This design comes from an exercise in tuning for small area, a short achievable clock period and few clock cycles on the open sky130 flow, not from production work. RTL that was checked went through simulation tests only; none was proved equivalent to the original. Only the layout flow was run in runs 3 and 4; the RTL was not checked for function there.

==> design.v <==
module lve_fold23 #(parameter integer W = 32, parameter integer OW = 24) (
    input  wire [W-1:0]  x,
    output wire [OW-1:0] r
);
    wire [W-24:0] h = x[W-1:23];
    assign r = {{(OW-23){1'b0}}, x[22:0]} + ({{OW{1'b0}}, h} << 13) - {{OW{1'b0}}, h};
endmodule
module lve_csub #(parameter integer W = 24, parameter [W-1:0] Q = 8380417) (
    input  wire [W-1:0] x,
    output wire [W-1:0] r
);
    wire [W:0] d = {1'b0, x} - {1'b0, Q};
    assign r = d[W] ? x : d[W-1:0];
endmodule
module lve_redk (
    input  wire [15:0] x,
    output wire [11:0] r
);
    reg [11:0] th;
    reg [13:0] tl;
    always @(*) begin
        case (x[15:11])
            5'd0: begin th = 12'd0; tl = 14'd13055; end
            5'd1: begin th = 12'd2048; tl = 14'd15103; end
            5'd2: begin th = 12'd767; tl = 14'd13822; end
            5'd3: begin th = 12'd2815; tl = 14'd15870; end
            5'd4: begin th = 12'd1534; tl = 14'd14589; end
            5'd5: begin th = 12'd253; tl = 14'd13308; end
            5'd6: begin th = 12'd2301; tl = 14'd15356; end
            5'd7: begin th = 12'd1020; tl = 14'd14075; end
            5'd8: begin th = 12'd3068; tl = 14'd16123; end
            5'd9: begin th = 12'd1787; tl = 14'd14842; end
            5'd10: begin th = 12'd506; tl = 14'd13561; end
            5'd11: begin th = 12'd2554; tl = 14'd15609; end
            5'd12: begin th = 12'd1273; tl = 14'd14328; end
            5'd13: begin th = 12'd3321; tl = 14'd16376; end
            5'd14: begin th = 12'd2040; tl = 14'd15095; end
            5'd15: begin th = 12'd759; tl = 14'd13814; end
            5'd16: begin th = 12'd2807; tl = 14'd15862; end
            5'd17: begin th = 12'd1526; tl = 14'd14581; end
            5'd18: begin th = 12'd245; tl = 14'd13300; end
            5'd19: begin th = 12'd2293; tl = 14'd15348; end
            5'd20: begin th = 12'd1012; tl = 14'd14067; end
            5'd21: begin th = 12'd3060; tl = 14'd16115; end
            5'd22: begin th = 12'd1779; tl = 14'd14834; end
            5'd23: begin th = 12'd498; tl = 14'd13553; end
            5'd24: begin th = 12'd2546; tl = 14'd15601; end
            5'd25: begin th = 12'd1265; tl = 14'd14320; end
            5'd26: begin th = 12'd3313; tl = 14'd16368; end
            5'd27: begin th = 12'd2032; tl = 14'd15087; end
            5'd28: begin th = 12'd751; tl = 14'd13806; end
            5'd29: begin th = 12'd2799; tl = 14'd15854; end
            5'd30: begin th = 12'd1518; tl = 14'd14573; end
            default: begin th = 12'd237; tl = 14'd13292; end
        endcase
    end
    wire [12:0] t = {2'b0, x[10:0]} + {1'b0, th};
    wire [13:0] d = {3'b0, x[10:0]} + tl;                      
    assign r = d[13] ? t[11:0] : d[11:0];
endmodule
module lve_montk (
    input  wire [26:0] x,
    output wire [12:0] r
);
    wire [19:0] x1 = {1'b0, x[26:8]} + 20'd3329 - {8'd0, x[7:0], 3'd0} - {10'd0, x[7:0], 2'd0} - {12'd0, x[7:0]};
    wire [13:0] x2 = {2'd0, x1[19:8]} + 14'd3329 - {3'd0, x1[7:0], 3'd0} - {4'd0, x1[7:0], 2'd0} - {6'd0, x1[7:0]};
    assign r = x2[12:0];
endmodule
module lve_csa3 #(parameter integer W = 37) (
    input  wire [W-1:0] x, y, z,
    output wire [W-1:0] s, c
);
    assign s = x ^ y ^ z;
    assign c = {(x[W-2:0] & y[W-2:0]) | (x[W-2:0] & z[W-2:0]) | (y[W-2:0] & z[W-2:0]), 1'b0};
endmodule
module lve_modarith (
    input  wire        clk,
    input  wire        rst,         
    input  wire        in_valid,
    output wire        in_ready,
    input  wire [3:0]  in_op,
    input  wire        in_qsel,     
    input  wire [3:0]  in_imm,
    input  wire [31:0] in_a,
    input  wire [31:0] in_b,
    input  wire [31:0] in_w,
    output wire        out_valid,
    output wire [31:0] out_r0,
    output wire [31:0] out_r1
);
    localparam [3:0] OP_MADD = 4'd0, OP_MSUB = 4'd1, OP_MNEG = 4'd2, OP_MRED = 4'd3,
                     OP_MMONT = 4'd4, OP_MBAR = 4'd5, OP_TOMONT = 4'd6,
                     OP_CMPR = 4'd7, OP_DCMPR = 4'd8, OP_P2R = 4'd9, OP_DECOMP = 4'd10,
                     OP_CT = 4'd11, OP_GS = 4'd12, OP_BMUL = 4'd13;
    localparam [24:0] QD = 25'd8380417;
    localparam [24:0] QK = 25'd3329;
    assign in_ready = 1'b1;
    reg [6:0] vld;
    always @(posedge clk) begin
        if (rst) vld <= 7'd0;
        else     vld <= {vld[5:0], in_valid};
    end
    assign out_valid = vld[6];
    reg [3:0]  op0;
    reg        qs0;
    reg [3:0]  imm0;
    reg [31:0] a0, b0, w0;
    always @(posedge clk) begin
        op0 <= in_op; qs0 <= in_qsel; imm0 <= in_imm;
        a0 <= in_a; b0 <= in_b; w0 <= in_w;
    end
    wire [23:0] ap, bp, wp, ard, brd;
    lve_fold23 u_fa (.x(a0), .r(ap));
    lve_fold23 u_fb (.x(b0), .r(bp));
    lve_fold23 u_fw (.x(w0), .r(wp));
    lve_csub u_ca (.x(ap), .r(ard));
    lve_csub u_cb (.x(bp), .r(brd));
    wire        s_neg = (op0 == OP_MNEG);
    wire        s_sub = (op0 != OP_MADD);
    wire [24:0] sa = s_neg ? 25'd0 : {1'b0, ap};
    wire [24:0] sb = ({1'b0, s_neg ? ap : bp}) ^ {25{s_sub}};
    wire [24:0] sx = sa + sb + {24'd0, s_sub} + (s_sub ? 25'd16760834 : 25'd0);
    wire [11:0] akr, bkr, wkr, a1r, b1r;
    lve_redk u_ka0 (.x(a0[15:0]),  .r(akr));
    lve_redk u_kb0 (.x(b0[15:0]),  .r(bkr));
    lve_redk u_kw  (.x(w0[15:0]),  .r(wkr));
    lve_redk u_ka1 (.x(a0[31:16]), .r(a1r));
    lve_redk u_kb1 (.x(b0[31:16]), .r(b1r));
    wire [12:0] kad = {1'b0, akr} + {1'b0, bkr};
    wire [12:0] kas = {1'b0, akr} + {1'b0, bkr} - 13'd3329;
    wire [11:0] kadd = kas[12] ? kad[11:0] : kas[11:0];
    wire [12:0] ksd = {1'b0, akr} - {1'b0, bkr};
    wire [12:0] kss = {1'b0, akr} - {1'b0, bkr} + 13'd3329;
    wire [11:0] ksub = ksd[12] ? kss[11:0] : ksd[11:0];
    wire [11:0] kneg = 12'd3329 - akr;
    wire [3:0]  dsh  = 4'd12 - imm0;
    wire [11:0] dcy  = a0[11:0] << dsh;                        
    reg [24:0] x1;
    reg [23:0] y1, u1;
    reg [26:0] v1;
    always @(*) begin
        u1 = qs0 ? ard : {12'd0, akr};
        v1 = qs0 ? {3'd0, brd} : {15'd0, bkr};
        if (qs0) begin
            x1 = {1'b0, ap};
            y1 = bp;
            case (op0)
                OP_MADD, OP_MSUB, OP_MNEG: begin x1 = sx; y1 = 24'd4193792; end
                OP_MRED:   y1 = 24'd4193792;                   
                OP_TOMONT: y1 = 24'd2365951;                   
                OP_DECOMP: begin x1 = {1'b0, ard}; y1 = imm0[0] ? 24'd1049601 : 24'd2886403; end
                OP_CT:     begin x1 = {1'b0, bp}; y1 = wp; end
                OP_GS:     begin x1 = sx; y1 = wp; end
                default:   ;
            endcase
        end else begin
            x1 = {13'd0, akr};
            y1 = {12'd0, bkr};
            case (op0)
                OP_MADD:   begin x1 = {13'd0, kadd}; y1 = 24'd2285; end
                OP_MSUB:   begin x1 = {13'd0, ksub}; y1 = 24'd2285; end
                OP_MNEG:   begin x1 = {13'd0, kneg}; y1 = 24'd2285; end
                OP_MRED:   y1 = 24'd2285;                      
                OP_MBAR:   u1 = 24'd1353;                      
                OP_TOMONT: y1 = 24'd1353;                      
                OP_CMPR:   y1 = 24'd10321339;
                OP_DCMPR:  begin x1 = {13'd0, dcy}; y1 = 24'd3329; end
                OP_CT:     begin x1 = {13'd0, bkr}; y1 = {12'd0, wkr}; end
                OP_GS:     begin x1 = {13'd0, ksub}; y1 = {12'd0, wkr}; end
                OP_BMUL:   begin x1 = {1'b0, akr, a1r}; y1 = {bkr, b1r}; v1 = w0[15:0] * 11'd1353; end
                default:   ;
            endcase
        end
    end
    reg [24:0] x2r;
    reg [23:0] y2r, u2r;
    reg [26:0] v2r;
    reg [3:0]  op1, imm1;
    reg        qs1;
    always @(posedge clk) begin
        x2r <= x1; y2r <= y1; u2r <= u1; v2r <= v1;
        op1 <= op0; qs1 <= qs0; imm1 <= imm0;
    end
    wire [23:0] p00 = x2r[11:0] * y2r[11:0];
    wire [23:0] pca = x2r[11:0] * y2r[23:12];
    wire [24:0] pcb = x2r[24:12] * y2r[11:0];
    wire [24:0] p11 = x2r[24:12] * y2r[23:12];
    wire [12:0] gm;
    lve_montk u_mg (.x(v2r), .r(gm));                          
    reg [23:0] p00_3, pca_3;
    reg [24:0] pcb_3, p11_3, u3r;
    reg [3:0]  op2, imm2;
    reg        qs2;
    always @(posedge clk) begin
        p00_3 <= p00; pca_3 <= pca; pcb_3 <= pcb; p11_3 <= p11;
        case (op1)
            OP_GS:   u3r <= {1'b0, u2r} + {1'b0, v2r[23:0]};   
            OP_BMUL: u3r <= {12'd0, gm};
            default: u3r <= {1'b0, u2r};
        endcase
        op2 <= op1; qs2 <= qs1; imm2 <= imm1;
    end
    wire [12:0] pl13 = {p00_3[12] ^ pca_3[0] ^ pcb_3[0], p00_3[11:0]};
    wire [1:0]  c13  = {1'b0, p00_3[12]} + {1'b0, pca_3[0]} + {1'b0, pcb_3[0]};
    wire [36:0] o1 = {26'd0, p00_3[23:13]};
    wire [36:0] o2 = {14'd0, pca_3[23:1]};
    wire [36:0] o3 = {13'd0, pcb_3[24:1]};
    wire [36:0] o4 = {1'b0, p11_3, 11'd0};
    wire [36:0] o5 = {24'd0, pl13};
    wire [36:0] o6 = {14'd0, ~pl13, 10'd0};                    
    wire [36:0] o7 = 37'd8373250 + {36'd0, c13[1]};            
    wire [36:0] s1a, c1a, s1b, c1b, s2a, c2a, s2b, c2b, ds, dc;
    lve_csa3 u_d1 (.x(o1), .y(o2), .z(o3), .s(s1a), .c(c1a));
    lve_csa3 u_d2 (.x(o4), .y(o5), .z(o6), .s(s1b), .c(c1b));
    lve_csa3 u_d3 (.x(s1a), .y(c1a), .z(s1b), .s(s2a), .c(c2a));
    lve_csa3 u_d4 (.x(c1b), .y(o7), .z(s2a), .s(s2b), .c(c2b));
    lve_csa3 u_d5 (.x(s2b), .y(c2b), .z(c2a), .s(ds), .c(dc));
    wire [13:0] dlo = {1'b0, ds[12:0]} + {1'b0, dc[12:0]};
    wire [12:0] mk1;
    lve_montk u_mk1 (.x({3'd0, p00_3}), .r(mk1));
    wire [8:0]  cl8 = {1'b0, pca_3[7:0]} + {1'b0, pcb_3[7:0]};
    wire [19:0] cx1 = {4'd0, pca_3[23:8]} + {3'd0, pcb_3[24:8]} + {19'd0, cl8[8]} +
                      20'd3329 - {9'd0, cl8[7:0], 3'd0} - {10'd0, cl8[7:0], 2'd0} - {12'd0, cl8[7:0]};
    wire [36:0] dcc = imm2[0] ? 37'd67108736 : 37'd67108258;
    wire [36:0] pm  = {25'd0, p00_3[23:12]} + {13'd0, pca_3} + {12'd0, pcb_3} + {p11_3, 12'd0} +
                      ((op2 == OP_DECOMP) ? dcc : 37'd0);
    wire [6:0]  dq  = pm[33:27];
    wire [5:0]  dqr = (dq == (imm2[0] ? 7'd16 : 7'd44)) ? 6'd0 : dq[5:0];
    wire [12:0] cz   = pm[22:10];
    wire [3:0]  csh  = 4'd12 - imm2;
    wire [12:0] czs  = cz >> csh;
    wire [12:0] czr  = czs + 13'd1;
    wire [11:0] cmsk = ~(12'hfff << imm2);
    wire [11:0] cmpr = czr[12:1] & cmsk;
    wire [11:0] dcmpr = pm[11:0] + {11'd0, p00_3[11]};
    reg [47:0] d4;
    reg [13:0] dlo4;
    reg [12:0] k4;
    reg [24:0] u4r;
    reg [3:0]  op3, imm3;
    reg        qs3;
    always @(posedge clk) begin
        d4 <= {ds[36:13], dc[36:13]};
        dlo4 <= dlo;
        case (op2)
            OP_MBAR:   d4 <= qs2 ? {pm[35:0], p00_3[11:0]} : 48'd0;
            OP_DECOMP: d4 <= {42'd0, dqr};
            OP_CMPR:   d4 <= {36'd0, cmpr};
            OP_DCMPR:  d4 <= {36'd0, dcmpr};
            OP_BMUL:   d4 <= {3'd0, cx1, p11_3};               
            default:   ;
        endcase
        k4  <= mk1;
        u4r <= u3r;
        op3 <= op2; qs3 <= qs2; imm3 <= imm2;
    end
    wire [24:0] dm2 = {1'b0, d4[47:24]} + {1'b0, d4[23:0]} + {24'd0, dlo4[13]} +
                      QD - {2'd0, dlo4[12:0], 10'd0} + {12'd0, dlo4[12:0]};
    wire [38:0] df1;
    lve_fold23 #(.W(48), .OW(39)) u_f1 (.x(d4), .r(df1));
    wire [30:0] df2;
    lve_fold23 #(.W(39), .OW(31)) u_f2 (.x(df1), .r(df2));
    wire [25:0] sg  = k4 * u4r[12:0] + {2'd0, d4[23:0]};
    wire [19:0] cx1r = d4[44:25];
    wire [13:0] cx2 = {2'd0, cx1r[19:8]} + 14'd3329 - {3'd0, cx1r[7:0], 3'd0} - {4'd0, cx1r[7:0], 2'd0} - {6'd0, cx1r[7:0]};
    wire [9:0]  p2h = ({1'b0, u4r[22:0]} + 24'd4095) >> 13;
    wire [23:0] dal = imm3[0] ? {d4[5:0], 9'd0} * 10'd1023 : {d4[5:0], 11'd0} * 7'd93;
    reg [38:0] e5;
    reg [24:0] u5r;
    reg [3:0]  op4;
    reg        qs4, kf4, gs4, ks4;
    always @(posedge clk) begin
        e5 <= {14'd0, dm2};
        if (!qs3) e5 <= {26'd0, k4};
        case (op3)
            OP_MBAR:   e5 <= qs3 ? {8'd0, df2} : {13'd0, sg};
            OP_CMPR, OP_DCMPR: e5 <= {27'd0, d4[11:0]};
            OP_P2R:    e5 <= {3'd0, p2h, 3'd0, p2h, 13'd0};
            OP_DECOMP: e5 <= {7'd0, d4[5:0], 2'd0, dal};
            OP_BMUL:   e5 <= {cx2[12:0], sg};
            default:   ;
        endcase
        u5r <= u4r;
        op4 <= op3; qs4 <= qs3;
        kf4 <= (op3 == OP_BMUL) || (op3 == OP_MBAR && !qs3);   
        gs4 <= (op3 == OP_GS);
        ks4 <= (op3 == OP_CT) || (op3 == OP_GS) || (op3 == OP_P2R) || (op3 == OP_DECOMP);
    end
    wire [23:0] dm3 = {5'd0, e5[24:6]} + QD[23:0] - {1'b0, e5[5:0], 17'd0} + {11'd0, e5[5:0], 7'd0};
    wire [23:0] dm3r;
    lve_csub u_c3 (.x(dm3), .r(dm3r));
    wire [23:0] df3;
    lve_fold23 #(.W(31), .OW(24)) u_f3 (.x(e5[30:0]), .r(df3));
    wire [23:0] df3r;
    lve_csub u_c4 (.x(df3), .r(df3r));
    wire [12:0] mk3;
    lve_montk u_mk3 (.x({1'b0, e5[25:0]}), .r(mk3));
    wire [12:0] k5r, b5r;
    lve_csub #(.W(13), .Q(13'd3329)) u_c5 (.x(e5[12:0]), .r(k5r));
    lve_csub #(.W(13), .Q(13'd3329)) u_c6 (.x(e5[38:26]), .r(b5r));
    wire [23:0] t5 = qs4 ? dm3r : {11'd0, k5r};                
    reg [23:0] t6, u6r, v6;
    reg        qs6, r0a6, r1s6, r1v6;
    always @(posedge clk) begin
        u6r <= kf4 ? 25'd0 : u5r;
        t6  <= gs4 ? 24'd0 : kf4 ? {11'd0, mk3} : (op4 == OP_P2R || op4 == OP_DECOMP) ? e5[23:0] : t5;
        v6  <= (op4 == OP_MBAR && qs4) ? df3r : t5;
        case (op4)
            OP_CMPR, OP_DCMPR: v6 <= {12'd0, e5[11:0]};
            OP_P2R, OP_DECOMP: v6 <= {14'd0, e5[35:26]};
            OP_BMUL:   v6 <= {11'd0, b5r};
            default:   ;
        endcase
        qs6  <= qs4;
        r0a6 <= kf4 || (op4 == OP_CT) || gs4;
        r1s6 <= (op4 == OP_CT) || (op4 == OP_P2R) || (op4 == OP_DECOMP);
        r1v6 <= gs4 || (op4 == OP_BMUL);
    end
    wire [24:0] q6   = qs6 ? QD : QK;
    wire [25:0] sum  = {2'b0, u6r} + {2'b0, t6};
    wire [25:0] sumq = {2'b0, u6r} + {2'b0, t6} - {1'b0, q6};
    wire [22:0] radd = sumq[25] ? sum[22:0] : sumq[22:0];
    wire [25:0] dif  = {2'b0, u6r} - {2'd0, t6};
    wire [25:0] difq = {2'b0, u6r} - {2'd0, t6} + {1'b0, q6};
    wire [22:0] rsub = dif[25] ? difq[22:0] : dif[22:0];
    wire [22:0] r0n  = r0a6 ? radd : v6[22:0];
    wire [22:0] r1n  = r1s6 ? rsub : r1v6 ? v6[22:0] : 23'd0;
    reg [22:0] r0o, r1o;
    always @(posedge clk) begin
        r0o <= r0n;
        r1o <= r1n;
    end
    assign out_r0 = {9'd0, r0o};
    assign out_r1 = {9'd0, r1o};
endmodule
==> run.sh <==
#!/bin/bash
# synth_recipe.tcl (not shown) runs the flow's synth.tcl, then flattens the netlist and writes it again
# the make line also repeats each setting of config.mk as NAME=value (left out here)
make -C /OpenROAD-flow-scripts/flow DESIGN_CONFIG=/design/flow/config.mk WORK_HOME=/design/flow/orfs CLKGATE_MAP_FILE= SYNTH_SCRIPT=/design/flow/synth_recipe.tcl finish
==> config.mk <==
export PLATFORM = sky130hd
export DESIGN_NAME = lve_modarith
export DESIGN_NICKNAME = lve_modarith
export VERILOG_FILES = /design/flow/design.v
export SDC_FILE = /design/flow/constraint.sdc
export NUM_CORES = 4
export LEC_CHECK = 0
export CAP_MARGIN = 0
export CORE_MARGIN = 2
export CORE_UTILIZATION = 65
export SLEW_MARGIN = 0
==> constraint.sdc <==
create_clock -name core_clock -period 30.0 [get_ports {clk}]
set_input_delay 6.0000 -clock core_clock [delete_from_list [all_inputs] [get_ports {clk}]]
set_output_delay 6.0000 -clock core_clock [all_outputs]
set_load 0.01 [all_outputs]
==> results of run 1 <==
## metrics by stage
stage               hold WS (ns)  cell area [um^2]  utilization, %  cells  setup slack (ns)
floorplan                  0.310             99900               -  12100             22.52
global placement           0.311            103000            68.0  14000             21.29
detailed placement         0.312            103000            68.0  14000             21.31
CTS                        0.325            107000            70.0  14200             21.89
global route               0.328            107000            70.0  14200             21.22
finish                     0.324            107000            70.0  14200             21.70
## cell families after synthesis
logic type | count (synthesis)
adders and majority gates | 2310
AOI/OAI and AO/OA | 2609
DFF | 738
other | 2
and+or+nand+nor | 3187
buffers and inverters | 2277
xor gates and xnor gates | 811
muxes | 150
## critical path, delay by kind of cell (launching register included)
family / cells / cell delay, ns
fa+ha+maj: 5 / 1.71
xor+xnor: 1 / 0.14
compound gates: 18 / 4.91
buf+inv: 1 / 0.04
flops: 1 / 0.58
simple gates: 3 / 0.56
mux: 1 / 0.22
## cells in the final DEF (no fill, tap or decap), types with 91 or more instances in the layout
cell type	netlist	final
ha_1	1433	1433
xnor2_1	560	560
o21a_1	97	97
fa_1	877	877
nand2_1	1085	1085
clkbuf_16	0	91
nand2b_1	118	118
a211oi_1	97	97
nor2_1	740	738
a21o_1	194	194
nor2b_1	128	128
clkdlybuf4s50_1	0	154
inv_1	1844	1844
buf_4	21	146
nand3_1	170	170
nor3_1	197	197
and2_1	351	350
a21oi_1	731	731
o21bai_1	100	100
o21ai_0	556	554
xor2_1	250	250
mux2i_1	107	107
dfxtp_1	738	736
## routing by layer
metal	GRT usage [%]	vias to the layer above	part of all wire (%)
li1	-	40400	-
met1	49.0	42600	37
met2	65.4	4534	45
met3	10.4	1269	10
met4	26.6	18	7.8
met5	0	-	0.043
## final cells by class
class / count / area share, %
Timing Repair Buffer: 300 / 2.47
Sequential cell: 738 / 13.9
Inverter: 1847 / 6.50
Multi-Input combinational cell: 9086 / 71.8
Clock inverter: 48 / 0.581
Tap cell: 2030 / 2.38
Antenna cell: 11 / 0.0258
Clock buffer: 115 / 2.32
## flip-flops by register name, indices dropped and copies added, names as in the netlist, 13 cells and up
name   cells
a0        32
r0o       23
u3r       24
v6        23
u5r       24
k4        13
p00_3     24
p11_3     25
t6        24
u6r       24
u2r       24
pcb_3     25
v2r       27
b0        32
e5        39
y2r       24
dlo4      14
w0        32
x2r       25
r1o       23
d4        48
pca_3     24
u4r       24
## worst max path at each step
stage	endpoint	start	slack, ns
floorplan	u_kb1.tl[9]$_DFF_P_	in_b[29]	22.52
global placement	u_kw.tl[9]$_DFF_P_	in_w[13]	21.29
detailed placement	u_kw.tl[9]$_DFF_P_	in_w[13]	21.31
CTS	e5[28]$_SDFF_PP0_	d4[1]$_DFF_P_	21.89
global route	e5[28]$_SDFF_PP0_	d4[1]$_DFF_P_	21.22
finish	e5[28]$_SDFF_PP0_	d4[1]$_DFF_P_	21.70
==> parameters.txt, run 1 <==
Parameter                              Value

Critical path
  Element type at the critical path end    flop
  Critical path start-end classification    flop to flop
  Slowest stage delay, CP    0.58 ns
  Required time of the critical path    around 31 ns
  Slack of the worst reg-to-reg path    around 22 ns
  Most common cell type on the critical path    a21oi_1
  Setup crit start kind    flop
  Critical R2R Capture    e5[28]$_SDFF_PP0_
  Crit Reg-Reg Startpoint    d4[1]$_DFF_P_
  Arrival time of the worst setup path    8.91 ns
  Worst R2R Path Depth    29
  Max FO, Critical Path    7
  Critical-path cell with the highest stage delay    dfxtp_1

Clock network
  Number of clock sinks    738
  Later-pin clock latency in the skew report    roughly 0.74 ns
  Cell chosen for the clock root    clkbuf_16
  Post-CTS setup buffer count    0
  Clock Tree Buf Depth    3
  Number of buffers created by CTS    just under 90
  Number of hold buffers added after CTS    0
  H-Tree Level Count    3
  Clock edge transition at the registers on the reported setup and hold paths    0.06 ns
  Count of instances resized after the clock tree is built    0
  CTS tree    built

Synthesis
  Post-Synth Simple-Gate Area    between 10% and 20%
  Cells after synthesis    about 12000
  Area share of the largest cell type after synthesis    roughly 18%
  Netlist area before placement    about 0.1 mm^2
  Commonest cells post-synth    1844 x inv_1, 1433 x ha_1, 1085 x nand2_1
  Seq/Total Area, Yosys    between 10% and 20%
  Mapped Avg Cell Area    between 8 and 9 um^2
  Synthesized-area fraction occupied by adder cells    35.5%
  Total number of yosys warnings    2
  Share of the synthesized area in compound gates (AO/OA/AOI/OAI)    approximately 17%
  Count of flip-flops with a built-in enable after synthesis    0
  Area share of xor/xnor cells in the synthesized design    under 10%
  Library cell occupying the most area in the post-synthesis netlist    ha_1
  Most instantiated library cell after synthesis    inv_1
  Fraction of synthesis flops using an asynchronous set or reset pin    0%
  Number of synthesized register bits    around 740
  Post-synthesis mux area share    1.70%
  Post-synth cell types    between 100 and 150
  Post-synth top flop    dfxtp_1
  Synth area leaders    ha_1 18%, fa_1 18%, dfxtp_1 15%
  Largest family of logic cells by synthesized area    adder cells

STA
  Transition time at the pin with the least slew margin    1.34 ns
  Accumulated negative setup slack    0 ns
  Final worst-path cycle share    between 20% and 30%
  Slew Viols, Final    0
  Post-route minimum period    around 8.3 ns
  Max-Slew Margin vs Limit    between 9 and 10%
  Clock skew    around 0.053 ns
  Unrepaired setup endpoints after global routing    false
  Fmax achieved    between 0.1 and 0.15 GHz
  Hold violation total from the final report    0
  Final-report setup violation count    0

Global routing
  Pin count of the biggest net entering global routing    57
  Grt ovf    0
  Vias in the first global route    slightly below 90000
  Wire length of the first global-routing pass    between 500000 and 600000 um
  Antenna violations before repair    19
  Total routing resource utilization after global routing    40.9%

Outcome
  Result of the run    finished clean

Place
  Weighted congestion at the end of routability-driven global placement    between 1 and 1.5
  Detailed placer's ending HPWL    between 200000 and 300000 um
  Total of buffers placed on input and output ports    154

Detailed routing
  Per-cell routed wire length    23.1 um
  Starting DRC count in detailed routing    8876
  First drt pass iteration count    10
  Vias after detailed routing    between 80000 and 90000
  Routed WL    between 300000 and 400000 um
  Remaining number of nets flagged by the antenna check after routing    0
  Via count normalized by instance count    6.27
  DRC viols    0

Hold path
  Worst hold path cell count    0
  Endpoint, Worst Hold    u4r[6]$_DFF_P_
  Type of the worst min-delay path    flop to flop
  Startpoint of the lowest-slack hold path    u3r[6]$_DFF_P_

Layout
  Area used by sequential logic in the layout    around 0.015 mm^2
  Ratio of cells with drive above 1 in the final layout    approximately 3.7%
  Layout Area Growth over Synthesis    6.73%
  FILL cells    ~12000
  Multi-input logic area    0.0766 mm^2
  Number of nets at the end of the flow    roughly 14000

Floorplan
  Site Rows    143
  Initial Utilization    65.6%
  Core ar.    roughly 0.15 mm^2
  Width of the chip    approximately 400 um
  Die Ht    396 um
  Number of primary I/O pins    roughly 170
  Area of the die    roughly 0.16 mm^2

Job
  Max-cap violations    0
Testbench counts, summed over its fixed seeds: cycles 16,056.
==> inputs of run 2 (changes only) <==
--- a/config.mk
+++ b/config.mk
@@ -6,6 +6,6 @@
 export NUM_CORES = 4
 export LEC_CHECK = 0
-export CAP_MARGIN = 0
+export CAP_MARGIN = 20
 export CORE_MARGIN = 2
-export CORE_UTILIZATION = 65
-export SLEW_MARGIN = 0
+export CORE_UTILIZATION = 40
+export SLEW_MARGIN = 20
==> run 2 against run 1 <==
Effect of this change: register-to-register slack better by 0.20 ns; synthesized area stayed put; die area is 62% higher; setup slack better by 0.20 ns; count of clock-buffer cells in the layout is 4 lower; largest cell class unchanged; highest routed layer unchanged.
==> parameters.txt, run 2 <==
Parameter                              Value

Outcome
  Result of the run    finished clean (unchanged)

Synthesis
  Number of synthesized register bits    738 (unchanged)
  Fraction of synthesis flops using an asynchronous set or reset pin    0% (unchanged)
  Largest family of logic cells by synthesized area    adder cells (unchanged)
  Seq/Total Area, Yosys    14.8% (unchanged)
  Post-Synth Simple-Gate Area    15.2% (unchanged)
  Commonest cells post-synth    1844 x inv_1, 1433 x ha_1, 1085 x nand2_1 (unchanged)
  Synthesized-area fraction occupied by adder cells    35.5% (unchanged)
  Post-synth top flop    dfxtp_1 (unchanged)
  Total number of yosys warnings    2 (unchanged)
  Library cell occupying the most area in the post-synthesis netlist    ha_1 (unchanged)
  Most instantiated library cell after synthesis    inv_1 (unchanged)
  Synth area leaders    ha_1 18%, fa_1 18%, dfxtp_1 15% (unchanged)
  Mapped Avg Cell Area    8.27 um^2 (unchanged)
  Netlist area before placement    0.0999 mm^2 (unchanged)
  Post-synth cell types    110 (unchanged)
  Area share of xor/xnor cells in the synthesized design    7.12% (unchanged)
  Share of the synthesized area in compound gates (AO/OA/AOI/OAI)    17.0% (unchanged)
  Cells after synthesis    12100 (unchanged)
  Area share of the largest cell type after synthesis    18.0% (unchanged)
  Post-synthesis mux area share    1.70% (unchanged)
  Count of flip-flops with a built-in enable after synthesis    0 (unchanged)

Critical path
  Critical-path cell with the highest stage delay    dfxtp_1 (unchanged)
  Most common cell type on the critical path    a21oi_1 (unchanged)
  Cell family with most CP delay    compound AO/OA/AOI/OAI gates (unchanged)
  Critical path start-end classification    flop to flop (unchanged)
  Element type at the critical path end    flop (unchanged)
  Max FO, Critical Path    7 (unchanged)
  Required time of the critical path    30.61 ns (about the same)
  Setup crit start kind    flop (unchanged)
  Arrival time of the worst setup path    8.70 ns (was 8.91 ns)
  Buffers and inverters on the worst path    1 (unchanged)
  Slowest stage delay, CP    0.57 ns (was 0.58 ns)

Clock network
  Post-CTS setup buffer count    0 (unchanged)
  CTS tree    built (unchanged)
  Clock edge transition at the registers on the reported setup and hold paths    0.06 ns (about the same)
  H-Tree Level Count    3 (unchanged)
  Later-pin clock latency in the skew report    0.76 ns (was 0.74 ns)
  Count of instances resized after the clock tree is built    0 (unchanged)
  Clock Tree Buf Depth    3 (unchanged)
  Number of buffers created by CTS    94 (was 88)
  Cell chosen for the clock root    clkbuf_16 (unchanged)
  Number of clock sinks    738 (unchanged)
  Number of hold buffers added after CTS    0 (unchanged)

Floorplan
  Number of primary I/O pins    174 (unchanged)
  Initial Utilization    40.2% (was 65.6%)
  Core ar.    0.248 mm^2 (was 0.152 mm^2)
  Area of the die    0.254 mm^2 (was 0.157 mm^2)
  Site Rows    183 (was 143)
  Die Ht    504 um (was 396 um)
  Width of the chip    504 um (was 396 um)

STA
  Final worst-path cycle share    27.0% (was 27.7%)
  Unrepaired setup endpoints after global routing    false (unchanged)
  Post-route minimum period    8.09 ns (was 8.30 ns)
  Hold violation total from the final report    0 (unchanged)
  Slew Viols, Final    0 (unchanged)
  Transition time at the pin with the least slew margin    1.22 ns (was 1.34 ns)
  Fmax achieved    0.124 GHz (was 0.121 GHz)
  Clock skew    0.0527 ns (was 0.0535 ns)
  Max-Slew Margin vs Limit    17.5% (was 9.63%)
  Final-report setup violation count    0 (unchanged)
  Accumulated negative setup slack    0 ns (unchanged)

Global routing
  Grt ovf    0 (unchanged)
  Total routing resource utilization after global routing    24.9% (was 40.9%)
  Vias in the first global route    81600 (was 88400)
  Pin count of the biggest net entering global routing    52 (was 57)
  Wire length of the first global-routing pass    494000 um (was 501000 um)
  Antenna violations before repair    13 (was 19)

Layout
  Regs by FF count    d4 x48, e5 x39 (unchanged)
  Most frequent cells in the layout    1844 x inv_1, 1433 x ha_1, 1085 x nand2_1 (unchanged)
  Fin cells    15500 (was 14200)
  Largest register FFs    48 (unchanged)
  Register with the most flip-flops    d4 (unchanged)
  Most common cell after layout, fill and taps aside    inv_1 (unchanged)
  Ratio of cells with drive above 1 in the final layout    3.87% (was 3.72%)
  Number of nets at the end of the flow    14500 (about the same)
  FILL cells    25000 (was 12100)
  Layout Area Growth over Synthesis    8.57% (was 6.73%)
  Finished Cell Area    0.108 mm^2 (was 0.107 mm^2)

Detailed routing
  Starting DRC count in detailed routing    7065 (was 8876)
  DRC viols    0 (unchanged)
  Per-cell routed wire length    20.8 um (was 23.1 um)
  First drt pass iteration count    10 (unchanged)
  Remaining number of nets flagged by the antenna check after routing    0 (unchanged)
  Routed WL    322000 um (was 327000 um)
  Vias after detailed routing    84600 (was 88800)
  Via count normalized by instance count    5.46 (was 6.27)

Hold path
  Type of the worst min-delay path    flop to flop (unchanged)

Place
  Detailed placer's ending HPWL    262000 um (was 263000 um)
  Total of buffers placed on input and output ports    154 (unchanged)
  Weighted congestion at the end of routability-driven global placement    0.988 (was 1.08)
  Area of placed instances    0.105 mm^2 (was 0.103 mm^2)
  Inst Count DP    15300 (was 14000)

Job
  Max-cap violations    0 (unchanged)
-- run 2: final cells by class --
cell class,instances,area [um^2],area share (%)
Clock buffer,111,2520,2.32
Sequential cell,738,14800,13.6
Inverter,1847,6930,6.39
Clock inverter,64,817,0.753
Tap cell,3330,4170,3.84
Timing Repair Buffer,299,2630,2.43
Antenna cell,4,10.0,0.00923
Multi-Input combinational cell,9086,76600,70.6
-- run 2: kinds of logic (layout without fill, tap and decap cells) --
logic type,count (synthesis),after routing
XOR/XNOR,811,811
multiplexers,150,150
flip-flops,738,738
buffers and inverters,2277,2321
adder cells (fa/ha/maj),2310,2310
AND/OR/NAND/NOR,3187,3187
AO/OA/AOI/OAI,2609,2609
other,2,23
-- run 2: final timing paths --
kind	start	end	slack [ns]	cells past startpoint
hold reg to reg	u3r[10]$_DFF_P_	u4r[10]$_DFF_P_	0.33	0
setup / recovery	d4[1]$_DFF_P_	e5[28]$_SDFF_PP0_	21.91	29
setup reg to reg	d4[1]$_DFF_P_	e5[28]$_SDFF_PP0_	21.91	29
hold / removal	u3r[10]$_DFF_P_	u4r[10]$_DFF_P_	0.33	0
-- run 2: routing by layer --
metal	wire length [um]	track usage [%]
met5	33	0
met1	145000	34.4
met3	20300	2.87
met4	14100	9.57
met2	143000	39.6
-- run 2: worst register-to-register path: cells and delay by family, from the launching register on --
family / cells / cell delay [ns]
muxes: 1 / 0.21
AOI/OAI and AO/OA: 18 / 4.68
and+or+nand+nor: 3 / 0.57
xor gates and xnor gates: 1 / 0.16
adders and majority gates: 5 / 1.72
buffers and inverters: 1 / 0.04
DFF: 1 / 0.57
-- run 2: metrics by stage --
stage | hold slack, ns | setup slack [ns] | util, %
2_1_floorplan | 0.310 | 22.52 | -
4_1_cts | 0.325 | 22.03 | 43.6
3_3_place_gp | 0.310 | 21.52 | 42.3
3_5_place_dp | 0.312 | 21.49 | 42.3
5_1_grt | 0.329 | 21.36 | 43.6
6_report | 0.326 | 21.91 | 43.7
==> inputs of run 3 (changes only) <==
--- a/design.v
+++ b/design.v
@@ -17,42 +17,8 @@
     output wire [11:0] r
 );
-    reg [11:0] th;
-    reg [13:0] tl;
-    always @(*) begin
-        case (x[15:11])
-            5'd0: begin th = 12'd0; tl = 14'd13055; end
-            5'd1: begin th = 12'd2048; tl = 14'd15103; end
-            5'd2: begin th = 12'd767; tl = 14'd13822; end
-            5'd3: begin th = 12'd2815; tl = 14'd15870; end
-            5'd4: begin th = 12'd1534; tl = 14'd14589; end
-            5'd5: begin th = 12'd253; tl = 14'd13308; end
-            5'd6: begin th = 12'd2301; tl = 14'd15356; end
-            5'd7: begin th = 12'd1020; tl = 14'd14075; end
-            5'd8: begin th = 12'd3068; tl = 14'd16123; end
-            5'd9: begin th = 12'd1787; tl = 14'd14842; end
-            5'd10: begin th = 12'd506; tl = 14'd13561; end
-            5'd11: begin th = 12'd2554; tl = 14'd15609; end
-            5'd12: begin th = 12'd1273; tl = 14'd14328; end
-            5'd13: begin th = 12'd3321; tl = 14'd16376; end
-            5'd14: begin th = 12'd2040; tl = 14'd15095; end
-            5'd15: begin th = 12'd759; tl = 14'd13814; end
-            5'd16: begin th = 12'd2807; tl = 14'd15862; end
-            5'd17: begin th = 12'd1526; tl = 14'd14581; end
-            5'd18: begin th = 12'd245; tl = 14'd13300; end
-            5'd19: begin th = 12'd2293; tl = 14'd15348; end
-            5'd20: begin th = 12'd1012; tl = 14'd14067; end
-            5'd21: begin th = 12'd3060; tl = 14'd16115; end
-            5'd22: begin th = 12'd1779; tl = 14'd14834; end
-            5'd23: begin th = 12'd498; tl = 14'd13553; end
-            5'd24: begin th = 12'd2546; tl = 14'd15601; end
-            5'd25: begin th = 12'd1265; tl = 14'd14320; end
-            5'd26: begin th = 12'd3313; tl = 14'd16368; end
-            5'd27: begin th = 12'd2032; tl = 14'd15087; end
-            5'd28: begin th = 12'd751; tl = 14'd13806; end
-            5'd29: begin th = 12'd2799; tl = 14'd15854; end
-            5'd30: begin th = 12'd1518; tl = 14'd14573; end
-            default: begin th = 12'd237; tl = 14'd13292; end
-        endcase
-    end
+    localparam [383:0] TH = {12'd237, 12'd1518, 12'd2799, 12'd751, 12'd2032, 12'd3313, 12'd1265, 12'd2546, 12'd498, 12'd1779, 12'd3060, 12'd1012, 12'd2293, 12'd245, 12'd1526, 12'd2807, 12'd759, 12'd2040, 12'd3321, 12'd1273, 12'd2554, 12'd506, 12'd1787, 12'd3068, 12'd1020, 12'd2301, 12'd253, 12'd1534, 12'd2815, 12'd767, 12'd2048, 12'd0};
+    localparam [447:0] TL = {14'd13292, 14'd14573, 14'd15854, 14'd13806, 14'd15087, 14'd16368, 14'd14320, 14'd15601, 14'd13553, 14'd14834, 14'd16115, 14'd14067, 14'd15348, 14'd13300, 14'd14581, 14'd15862, 14'd13814, 14'd15095, 14'd16376, 14'd14328, 14'd15609, 14'd13561, 14'd14842, 14'd16123, 14'd14075, 14'd15356, 14'd13308, 14'd14589, 14'd15870, 14'd13822, 14'd15103, 14'd13055};
+    wire [11:0] th = TH[x[15:11] * 12 +: 12];
+    wire [13:0] tl = TL[x[15:11] * 14 +: 14];
     wire [12:0] t = {2'b0, x[10:0]} + {1'b0, th};
     wire [13:0] d = {3'b0, x[10:0]} + tl;                      
@@ -183,15 +149,15 @@
     end
     wire [23:0] p00 = x2r[11:0] * y2r[11:0];
-    wire [23:0] pca = x2r[11:0] * y2r[23:12];
-    wire [24:0] pcb = x2r[24:12] * y2r[11:0];
+    wire [25:0] pc  = x2r[11:0] * y2r[23:12] + x2r[24:12] * y2r[11:0];
     wire [24:0] p11 = x2r[24:12] * y2r[23:12];
     wire [12:0] gm;
     lve_montk u_mg (.x(v2r), .r(gm));                          
-    reg [23:0] p00_3, pca_3;
-    reg [24:0] pcb_3, p11_3, u3r;
+    reg [23:0] p00_3;
+    reg [25:0] pc_3;
+    reg [24:0] p11_3, u3r;
     reg [3:0]  op2, imm2;
-    reg        qs2;
+    reg        qs2, dec2;
     always @(posedge clk) begin
-        p00_3 <= p00; pca_3 <= pca; pcb_3 <= pcb; p11_3 <= p11;
+        p00_3 <= p00; pc_3 <= pc; p11_3 <= p11;
         case (op1)
             OP_GS:   u3r <= {1'b0, u2r} + {1'b0, v2r[23:0]};   
@@ -200,10 +166,11 @@
         endcase
         op2 <= op1; qs2 <= qs1; imm2 <= imm1;
+        dec2 <= (op1 == OP_DECOMP);
     end
-    wire [12:0] pl13 = {p00_3[12] ^ pca_3[0] ^ pcb_3[0], p00_3[11:0]};
-    wire [1:0]  c13  = {1'b0, p00_3[12]} + {1'b0, pca_3[0]} + {1'b0, pcb_3[0]};
+    wire [12:0] pl13 = {p00_3[12] ^ pc_3[0], p00_3[11:0]};
+    wire [1:0]  c13  = {1'b0, p00_3[12]} + {1'b0, pc_3[0]};
     wire [36:0] o1 = {26'd0, p00_3[23:13]};
-    wire [36:0] o2 = {14'd0, pca_3[23:1]};
-    wire [36:0] o3 = {13'd0, pcb_3[24:1]};
+    wire [36:0] o2 = {12'd0, pc_3[25:1]};
+    wire [36:0] o3 = 37'd0;
     wire [36:0] o4 = {1'b0, p11_3, 11'd0};
     wire [36:0] o5 = {24'd0, pl13};
@@ -219,10 +186,10 @@
     wire [12:0] mk1;
     lve_montk u_mk1 (.x({3'd0, p00_3}), .r(mk1));
-    wire [8:0]  cl8 = {1'b0, pca_3[7:0]} + {1'b0, pcb_3[7:0]};
-    wire [19:0] cx1 = {4'd0, pca_3[23:8]} + {3'd0, pcb_3[24:8]} + {19'd0, cl8[8]} +
+    wire [8:0]  cl8 = {1'b0, pc_3[7:0]};
+    wire [19:0] cx1 = {2'd0, pc_3[25:8]} +
                       20'd3329 - {9'd0, cl8[7:0], 3'd0} - {10'd0, cl8[7:0], 2'd0} - {12'd0, cl8[7:0]};
     wire [36:0] dcc = imm2[0] ? 37'd67108736 : 37'd67108258;
-    wire [36:0] pm  = {25'd0, p00_3[23:12]} + {13'd0, pca_3} + {12'd0, pcb_3} + {p11_3, 12'd0} +
-                      ((op2 == OP_DECOMP) ? dcc : 37'd0);
+    wire [36:0] pm  = {25'd0, p00_3[23:12]} + {11'd0, pc_3} + {p11_3, 12'd0} +
+                      (dec2 ? dcc : 37'd0);
     wire [6:0]  dq  = pm[33:27];
     wire [5:0]  dqr = (dq == (imm2[0] ? 7'd16 : 7'd44)) ? 6'd0 : dq[5:0];
@@ -257,8 +224,6 @@
     wire [24:0] dm2 = {1'b0, d4[47:24]} + {1'b0, d4[23:0]} + {24'd0, dlo4[13]} +
                       QD - {2'd0, dlo4[12:0], 10'd0} + {12'd0, dlo4[12:0]};
-    wire [38:0] df1;
-    lve_fold23 #(.W(48), .OW(39)) u_f1 (.x(d4), .r(df1));
-    wire [30:0] df2;
-    lve_fold23 #(.W(39), .OW(31)) u_f2 (.x(df1), .r(df2));
+    wire [26:0] df2 = {4'd0, d4[22:0]} + {4'd0, d4[32:23], 13'd0} + {1'b0, d4[45:33], 13'd0} -
+                      {14'd0, d4[45:33]} - {4'd0, d4[45:23]} + d4[47:46] * 16'd49145 + 27'd16760834;
     wire [25:0] sg  = k4 * u4r[12:0] + {2'd0, d4[23:0]};
     wire [19:0] cx1r = d4[44:25];
@@ -274,5 +239,5 @@
         if (!qs3) e5 <= {26'd0, k4};
         case (op3)
-            OP_MBAR:   e5 <= qs3 ? {8'd0, df2} : {13'd0, sg};
+            OP_MBAR:   e5 <= qs3 ? {12'd0, df2} : {13'd0, sg};
             OP_CMPR, OP_DCMPR: e5 <= {27'd0, d4[11:0]};
             OP_P2R:    e5 <= {3'd0, p2h, 3'd0, p2h, 13'd0};
@@ -291,5 +256,5 @@
     lve_csub u_c3 (.x(dm3), .r(dm3r));
     wire [23:0] df3;
-    lve_fold23 #(.W(31), .OW(24)) u_f3 (.x(e5[30:0]), .r(df3));
+    lve_fold23 #(.W(27), .OW(24)) u_f3 (.x(e5[26:0]), .r(df3));
     wire [23:0] df3r;
     lve_csub u_c4 (.x(df3), .r(df3r));
==> flow/run.sh (new file) <==
#!/bin/bash
set -euo pipefail
bash standard.sh \
  BUFFER_PORTS_ARGS="-buffer_cell sky130_fd_sc_hd__buf_4" \
  SETUP_SLACK_MARGIN=23 \
  finish > flow_layout.log 2>&1
==> standard.sh (new file) <==
#!/bin/bash
# synth_recipe.tcl (not shown) runs the flow's synth.tcl, then flattens the netlist and writes it again
# the make line also repeats each setting of config.mk as NAME=value (left out here)
make -C /OpenROAD-flow-scripts/flow DESIGN_CONFIG=/design/flow/config.mk WORK_HOME=/design/flow/orfs CLKGATE_MAP_FILE= SYNTH_SCRIPT=/design/flow/synth_recipe.tcl "${@:-finish}"
--- a/config.mk
+++ b/config.mk
@@ -9,3 +9,5 @@
 export CORE_MARGIN = 2
 export CORE_UTILIZATION = 40
+export CTS_BUF_LIST = sky130_fd_sc_hd__clkbuf_8
+export CTS_CLUSTER_SIZE = 24
 export SLEW_MARGIN = 20
removed: run.sh
==> run 3 against run 2 <==
Effect of this change: still clean on timing, DRC and antenna; sequential cell count shrank 112; setup slack better by 0.67 ns; critical path depth decreased by 28.
==> parameters.txt, run 3 <==
Parameter                              Value

Outcome
  Result of the run    finished clean (unchanged)

STA
  Clock skew    0.120 ns (was 0.0527 ns)
  Worst setup slack after layout    22.58 ns (was 21.91 ns)
  Post-route minimum period    7.42 ns (was 8.09 ns)
  Fmax achieved    0.135 GHz (was 0.124 GHz)
  Transition time at the pin with the least slew margin    1.15 ns (was 1.22 ns)
  Accumulated negative setup slack    0 ns (unchanged)
  Max-Slew Margin vs Limit    23.0% (was 17.5%)
  Final worst-path cycle share    24.7% (was 27.0%)
  Hold violation total from the final report    0 (unchanged)
  Unrepaired setup endpoints after global routing    true (was false)
  Final-report setup violation count    0 (unchanged)
  Slew Viols, Final    0 (unchanged)

Clock network
  Number of hold buffers added after CTS    0 (unchanged)
  Cell chosen for the clock root    clkbuf_8 (was clkbuf_16)
  Later-pin clock latency in the skew report    1.01 ns (was 0.76 ns)
  H-Tree Level Count    3 (unchanged)
  Clock Tree Buf Depth    3 (unchanged)
  Number of clock sinks    626 (was 738)
  CTS tree    built (unchanged)
  Clock edge transition at the registers on the reported setup and hold paths    0.07 ns (was 0.06 ns)
  Number of buffers created by CTS    118 (was 94)

Synthesis
  Synth area leaders    fa_1 20%, ha_1 18%, dfxtp_1 13% (was ha_1 18%, fa_1 18%, dfxtp_1 15%)
  Post-synth cell types    101 (was 110)
  Area share of the largest cell type after synthesis    19.6% (was 18.0%)
  Netlist area before placement    0.0947 mm^2 (was 0.0999 mm^2)
  Number of synthesized register bits    626 (was 738)
  Seq/Total Area, Yosys    13.2% (was 14.8%)
  Fraction of synthesis flops using an asynchronous set or reset pin    0% (unchanged)
  Total number of yosys warnings    1 (was 2)
  Mapped Avg Cell Area    8.24 um^2 (was 8.27 um^2)
  Commonest cells post-synth    1900 x inv_1, 1365 x ha_1, 1015 x nand2_1 (was 1844 x inv_1, 1433 x ha_1, 1085 x nand2_1)
  Library cell occupying the most area in the post-synthesis netlist    fa_1 (was ha_1)
  Most instantiated library cell after synthesis    inv_1 (unchanged)
  Post-synth top flop    dfxtp_1 (unchanged)
  Count of flip-flops with a built-in enable after synthesis    0 (unchanged)
  Cells after synthesis    11500 (was 12100)

Critical path
  Slack of the worst reg-to-reg path    23.19 ns (was 21.91 ns)
  Max FO, Critical Path    1 (was 7)
  Slowest stage delay, CP    0.36 ns (was 0.57 ns)
  Element type at the critical path end    output port (was flop)
  Required time of the critical path    24.00 ns (was 30.61 ns)
  Critical path start-end classification    flop to output port (was flop to flop)
  Setup crit start kind    flop (unchanged)
  Buffers and inverters on the worst path    1 (unchanged)
  Critical-path cell with the highest stage delay    dfxtp_2 (was dfxtp_1)
  Arrival time of the worst setup path    1.42 ns (was 8.70 ns)
  Cell family with most CP delay    flip-flops (was compound AO/OA/AOI/OAI gates)
  CP Cell Sequence    buf_6

Floorplan
  Area of the die    0.241 mm^2 (was 0.254 mm^2)
  Width of the chip    491 um (was 504 um)
  Die Ht    491 um (was 504 um)
  Initial Utilization    40.2% (about the same)
  Number of primary I/O pins    174 (unchanged)
  Core ar.    0.235 mm^2 (was 0.248 mm^2)
  Site Rows    178 (was 183)

Detailed routing
  DRC viols    0 (unchanged)
  Remaining number of nets flagged by the antenna check after routing    0 (unchanged)
  Routed WL    329000 um (was 322000 um)
  Per-cell routed wire length    22.2 um (was 20.8 um)
  Starting DRC count in detailed routing    6515 (was 7065)
  Via count normalized by instance count    5.52 (was 5.46)
  Vias after detailed routing    81800 (was 84600)
  First drt pass iteration count    7 (was 10)

Layout
  Ratio of cells with drive above 1 in the final layout    7.42% (was 3.87%)
  Most common cell after layout, fill and taps aside    inv_1 (unchanged)
  Largest register FFs    48 (unchanged)
  Regs by FF count    d4 x48, e5 x39 (unchanged)
  Fin cells    14800 (was 15500)
  Register with the most flip-flops    d4 (unchanged)
  Most frequent cells in the layout    1913 x inv_1, 1352 x ha_1, 1015 x nand2_1 (was 1844 x inv_1, 1433 x ha_1, 1085 x nand2_1)
  Number of nets at the end of the flow    13900 (was 14500)
  Layout Area Growth over Synthesis    9.45% (was 8.57%)

Global routing
  Vias in the first global route    81900 (was 81600)
  Total routing resource utilization after global routing    26.8% (was 24.9%)
  Antenna violations before repair    9 (was 13)
  Pin count of the biggest net entering global routing    74 (was 52)
  Wire length of the first global-routing pass    497000 um (was 494000 um)
  Grt ovf    0 (unchanged)

Place
  Total of buffers placed on input and output ports    154 (unchanged)
  Worst setup slack before clock tree synthesis    21.64 ns (was 21.49 ns)
  Weighted congestion at the end of routability-driven global placement    0.999 (was 0.988)
  Inst Count DP    14500 (was 15300)
  Detailed placer's ending HPWL    269000 um (was 262000 um)

Job
  Max-cap violations    0 (unchanged)

Hold path
  Type of the worst min-delay path    flop to flop (unchanged)
-- run 3: changes by cell type after synthesis, moves of 49 or more --
| cell | before | now |
|---|---|---|
| a21oi_1 | 731 | 665 |
| and2_1 | 351 | 407 |
| dfxtp_1 | 738 | 626 |
| fa_1 | 877 | 926 |
| ha_1 | 1433 | 1365 |
| inv_1 | 1844 | 1900 |
| nand2_1 | 1085 | 1015 |
| nor2_1 | 740 | 614 |
-- run 3: worst paths after layout --
path	start	to	cells after the start
min reg2reg	u3r[4]$_DFF_P_	u4r[4]$_DFF_P_	0
max	r0o[3]$_DFF_P_	out_r0[3]	1
min	u3r[4]$_DFF_P_	u4r[4]$_DFF_P_	0
max reg2reg	a0[12]$_DFF_P_	x2r[4]$_DFF_P_	26
-- run 3: cells by family (layout without fill, tap and decap cells) --
group	after synthesis	after routing	share of synthesized area, %
xor gates and xnor gates	752	752	6.96
DFF	626	626	13.2
and+or+nand+nor	2967	2967	15.1
adders and majority gates	2292	2292	37.6
AOI/OAI and AO/OA	2416	2417	16.6
other	2	25	0.00793
buffers and inverters	2327	2462	9.30
muxes	109	109	1.23
-- run 3: repair_timing --
| item | 4_1_cts | 5_1_grt |
|---|---|---|
| pin swaps | 3 | 18 |
| gates cloned | 0 | 1 |
| endpoints found under the setup margin | 73 | 96 |
| setup buffers | 8 | 28 |
| gates resized for setup | 170 | 148 |
-- run 3: layout make-up --
cell class / count / area (um^2)
antenna: 6 / 15.0
sequential: 626 / 12700
tap: 3150 / 3940
timing repair buffer: 332 / 2730
fill: 23400 / 132000
clock buffer: 141 / 1940
multi-input combinational: 8556 / 74100
clock inverter: 78 / 1010
inverter: 1911 / 7210
-- run 3: per-layer routing --
metal	vias up	wire [um]	part of all wire, %	global-route usage [%]
li1	38300	-	-	-
met5	-	20	0.0061	0
met2	2935	151000	46	44.1
met3	671	22400	6.8	4.61
met4	4	18000	5.5	12.8
met1	39800	137000	42	33.9
-- run 3: metrics by stage --
step,util [%],area [um^2],hold WS [ns]
6_report,44.0,104000,0.275
5_1_grt,44.0,104000,0.273
4_1_cts,43.7,103000,0.273
3_5_place_dp,42.2,99400,0.312
3_3_place_gp,42.2,99400,0.310
2_1_floorplan,-,94800,0.310
==> inputs of run 4 (changes only) <==
--- a/config.mk
+++ b/config.mk
@@ -9,5 +9,3 @@
 export CORE_MARGIN = 2
 export CORE_UTILIZATION = 40
-export CTS_BUF_LIST = sky130_fd_sc_hd__clkbuf_8
-export CTS_CLUSTER_SIZE = 24
 export SLEW_MARGIN = 20
==> run 4 against run 3 <==
Effect of this change: still clean; via count down 0.12%; cell area down 0.19%; non-clock buffer count rose by 3; die area stayed put; synthesized cell count is the same; cell count shrank 0.47%; routed wire length decreased by 0.19%; global-route usage barely moved; hold slack better by 0.047 ns; fmax is 2.7% higher; critical path type unchanged; highest routed layer unchanged.
==> parameters.txt, run 4 <==
Parameter                              Value

Outcome
  Result of the run    finished clean (unchanged)

Detailed routing
  DRC viols    0 (unchanged)
  Starting DRC count in detailed routing    6701 (was 6515)
  Per-cell routed wire length    22.3 um (was 22.2 um)
  Remaining number of nets flagged by the antenna check after routing    0 (unchanged)
  First drt pass iteration count    7 (unchanged)
  Vias after detailed routing    81700 (was 81800)
  Via count normalized by instance count    5.54 (was 5.52)
  Routed WL    328000 um (was 329000 um)

Critical path
  Setup crit start kind    flop (unchanged)
  Slowest stage delay, CP    0.36 ns (about the same)
  Buffers and inverters on the worst path    1 (unchanged)
  Slack of the worst reg-to-reg path    23.17 ns (was 23.19 ns)
  Element type at the critical path end    output port (unchanged)
  Arrival time of the worst setup path    1.23 ns (was 1.42 ns)
  Cell family with most CP delay    flip-flops (unchanged)
  Critical-path cell with the highest stage delay    dfxtp_2 (unchanged)
  Max FO, Critical Path    1 (unchanged)
  CP Cell Sequence    buf_6 (unchanged)
  Required time of the critical path    24.00 ns (about the same)
  Critical path start-end classification    flop to output port (unchanged)

Place
  Area of placed instances    0.0994 mm^2 (unchanged)
  Total of buffers placed on input and output ports    154 (unchanged)
  Detailed placer's ending HPWL    269000 um (unchanged)
  Inst Count DP    14500 (unchanged)
  Weighted congestion at the end of routability-driven global placement    0.999 (unchanged)

STA
  Slew Viols, Final    0 (unchanged)
  Hold violation total from the final report    0 (unchanged)
  Transition time at the pin with the least slew margin    1.19 ns (was 1.15 ns)
  Accumulated negative setup slack    0 ns (unchanged)
  Fmax achieved    0.138 GHz (was 0.135 GHz)
  Unrepaired setup endpoints after global routing    true (unchanged)
  Worst slack on hold paths    0.322 ns (was 0.275 ns)
  Max-Slew Margin vs Limit    20.8% (was 23.0%)
  Final-report setup violation count    0 (unchanged)
  Clock skew    0.0633 ns (was 0.120 ns)
  Post-route minimum period    7.23 ns (was 7.42 ns)
  Final worst-path cycle share    24.1% (was 24.7%)

Synthesis
  Commonest cells post-synth    1900 x inv_1, 1365 x ha_1, 1015 x nand2_1 (unchanged)
  Post-synth cell types    101 (unchanged)
  Most instantiated library cell after synthesis    inv_1 (unchanged)
  Total number of yosys warnings    1 (unchanged)
  Mapped Avg Cell Area    8.24 um^2 (unchanged)
  Library cell occupying the most area in the post-synthesis netlist    fa_1 (unchanged)
  Seq/Total Area, Yosys    13.2% (unchanged)
  Fraction of synthesis flops using an asynchronous set or reset pin    0% (unchanged)
  Netlist area before placement    0.0947 mm^2 (unchanged)
  Area share of the largest cell type after synthesis    19.6% (unchanged)
  Synth area leaders    fa_1 20%, ha_1 18%, dfxtp_1 13% (unchanged)
  Count of flip-flops with a built-in enable after synthesis    0 (unchanged)
  Number of synthesized register bits    626 (unchanged)
  Cells after synthesis    11500 (unchanged)
  Post-synth top flop    dfxtp_1 (unchanged)

Floorplan
  Die Ht    491 um (unchanged)
  Area of the die    0.241 mm^2 (unchanged)
  Number of primary I/O pins    174 (unchanged)
  Site Rows    178 (unchanged)
  Width of the chip    491 um (unchanged)
  Core ar.    0.235 mm^2 (unchanged)
  Initial Utilization    40.2% (unchanged)

Global routing
  Antenna violations before repair    6 (was 9)
  Pin count of the biggest net entering global routing    74 (unchanged)
  Grt ovf    0 (unchanged)
  Vias in the first global route    81500 (was 81900)
  Total routing resource utilization after global routing    26.7% (was 26.8%)
  Wire length of the first global-routing pass    496000 um (was 497000 um)

Clock network
  Later-pin clock latency in the skew report    0.78 ns (was 1.01 ns)
  Clock Tree Buf Depth    3 (unchanged)
  Cell chosen for the clock root    clkbuf_16 (was clkbuf_8)
  Clock edge transition at the registers on the reported setup and hold paths    0.06 ns (was 0.07 ns)
  Number of buffers created by CTS    82 (was 118)
  Number of hold buffers added after CTS    0 (unchanged)
  CTS tree    built (unchanged)
  Number of clock sinks    626 (unchanged)
  H-Tree Level Count    3 (unchanged)

Layout
  Regs by FF count    d4 x48, e5 x39 (unchanged)
  Ratio of cells with drive above 1 in the final layout    6.91% (was 7.42%)
  Most frequent cells in the layout    1890 x inv_1, 1353 x ha_1, 1015 x nand2_1 (was 1913 x inv_1, 1352 x ha_1, 1015 x nand2_1)
  Register with the most flip-flops    d4 (unchanged)
  Most common cell after layout, fill and taps aside    inv_1 (unchanged)
  Finished Cell Area    0.103 mm^2 (was 0.104 mm^2)
  FILL cells    23400 (about the same)
  Fin cells    14700 (was 14800)
  Number of nets at the end of the flow    13900 (about the same)
  Layout Area Growth over Synthesis    9.24% (was 9.45%)
  Largest register FFs    48 (unchanged)

Hold path
  Type of the worst min-delay path    flop to flop (unchanged)

Job
  Max-cap violations    0 (unchanged)
==> run 4: cell counts after synthesis <==
No cell type changed its count.
==> run 4: cell families after synthesis <==
logic type	share of synthesized area [%]
AO/OA/AOI/OAI	16.6
XOR/XNOR	6.96
adder cells (fa/ha/maj)	37.6
buffers and inverters	9.30
flip-flops	13.2
multiplexers	1.23
other	0.00793
AND/OR/NAND/NOR	15.1
==> run 4: repair_timing <==
action / in CTS / in global routing
resized for setup: 173 / 123
cloned: 0 / 1
pin swaps: 0 / 12
setup endpoints to repair: 73 / 97
buffers inserted: 5 / 34
==> run 4: final cells by class <==
| cell class | instances | area, um^2 | area share [%] |
|---|---|---|---|
| Clock buffer | 97 | 2210 | 2.13 |
| Timing Repair Buffer | 335 | 2730 | 2.64 |
| Inverter | 1911 | 7210 | 6.97 |
| Clock inverter | 54 | 674 | 0.652 |
| Multi-Input combinational cell | 8556 | 73900 | 71.5 |
| Tap cell | 3150 | 3940 | 3.81 |
| Antenna cell | 1 | 2.50 | 0.00242 |
| Sequential cell | 626 | 12700 | 12.3 |
==> run 4: metrics by stage <==
step / setup WS [ns] / util, %
finish: 22.77 / 43.9
global route: 22.73 / 43.9
CTS: 22.73 / 43.6
detailed placement: 21.64 / 42.2
global placement: 21.81 / 42.2
floorplan: 23.17 / -
==> run 4: path summary, 6_finish.rpt <==
kind | to | start | depth (start not counted)
max | out_r0[3] | r0o[3]$_DFF_P_ | 1
min | imm2[3]$_DFF_P_ | imm1[3]$_DFF_P_ | 0
min reg2reg | imm2[3]$_DFF_P_ | imm1[3]$_DFF_P_ | 0
max reg2reg | x2r[4]$_DFF_P_ | b0[12]$_DFF_P_ | 25
==> run 4: per-layer routing <==
layer / track usage [%] / vias to the layer above / routed length (um)
met5: 0 / - / 33
met4: 12.5 / 4 / 18000
met3: 4.41 / 632 / 21300
met2: 44.2 / 2868 / 151000
met1: 33.9 / 39900 / 138000
li1: - / 38300 / -

[afterwards: timing with drivers on the ports]
No port has a modelled driver above. Below, the same layouts with a new extraction and two added sets of constraints.
Step 1 sets driving cells, clkbuf_16 on the clock port and buf_2 on the other inputs (assumed; they add their load-dependent delay and slew).
Step 2, shift: input delay + t, output delay - t, t = (earliest + latest rising clock arrival at the registers) / 2. This alone moves slack from input paths to output paths.
a / b / c = ideal ports / drivers / drivers and shift; a / b = the first two.
run	shift t [ns]	slack for setup (ns)	worst setup path after step 2	slew at the worst register clock pin (ns)	pins driven straight from the clock port
run 1	0.799	21.703 / 21.703 / 21.329	input to register	0.07 / 0.07	1
run 2	0.827	21.906 / 21.906 / 21.455	input to register	0.07 / 0.07	1
run 3	1.033	22.579 / 22.490 / 23.194	register to register	0.09 / 0.09	1
run 4	0.837	22.772 / 22.680 / 23.170	register to register	0.07 / 0.07	1
After both steps setup and hold are still met in every run listed. The setup slack of run 2, which loses most, moves by 0.000 ns with the drivers and by -0.451 ns with both steps.
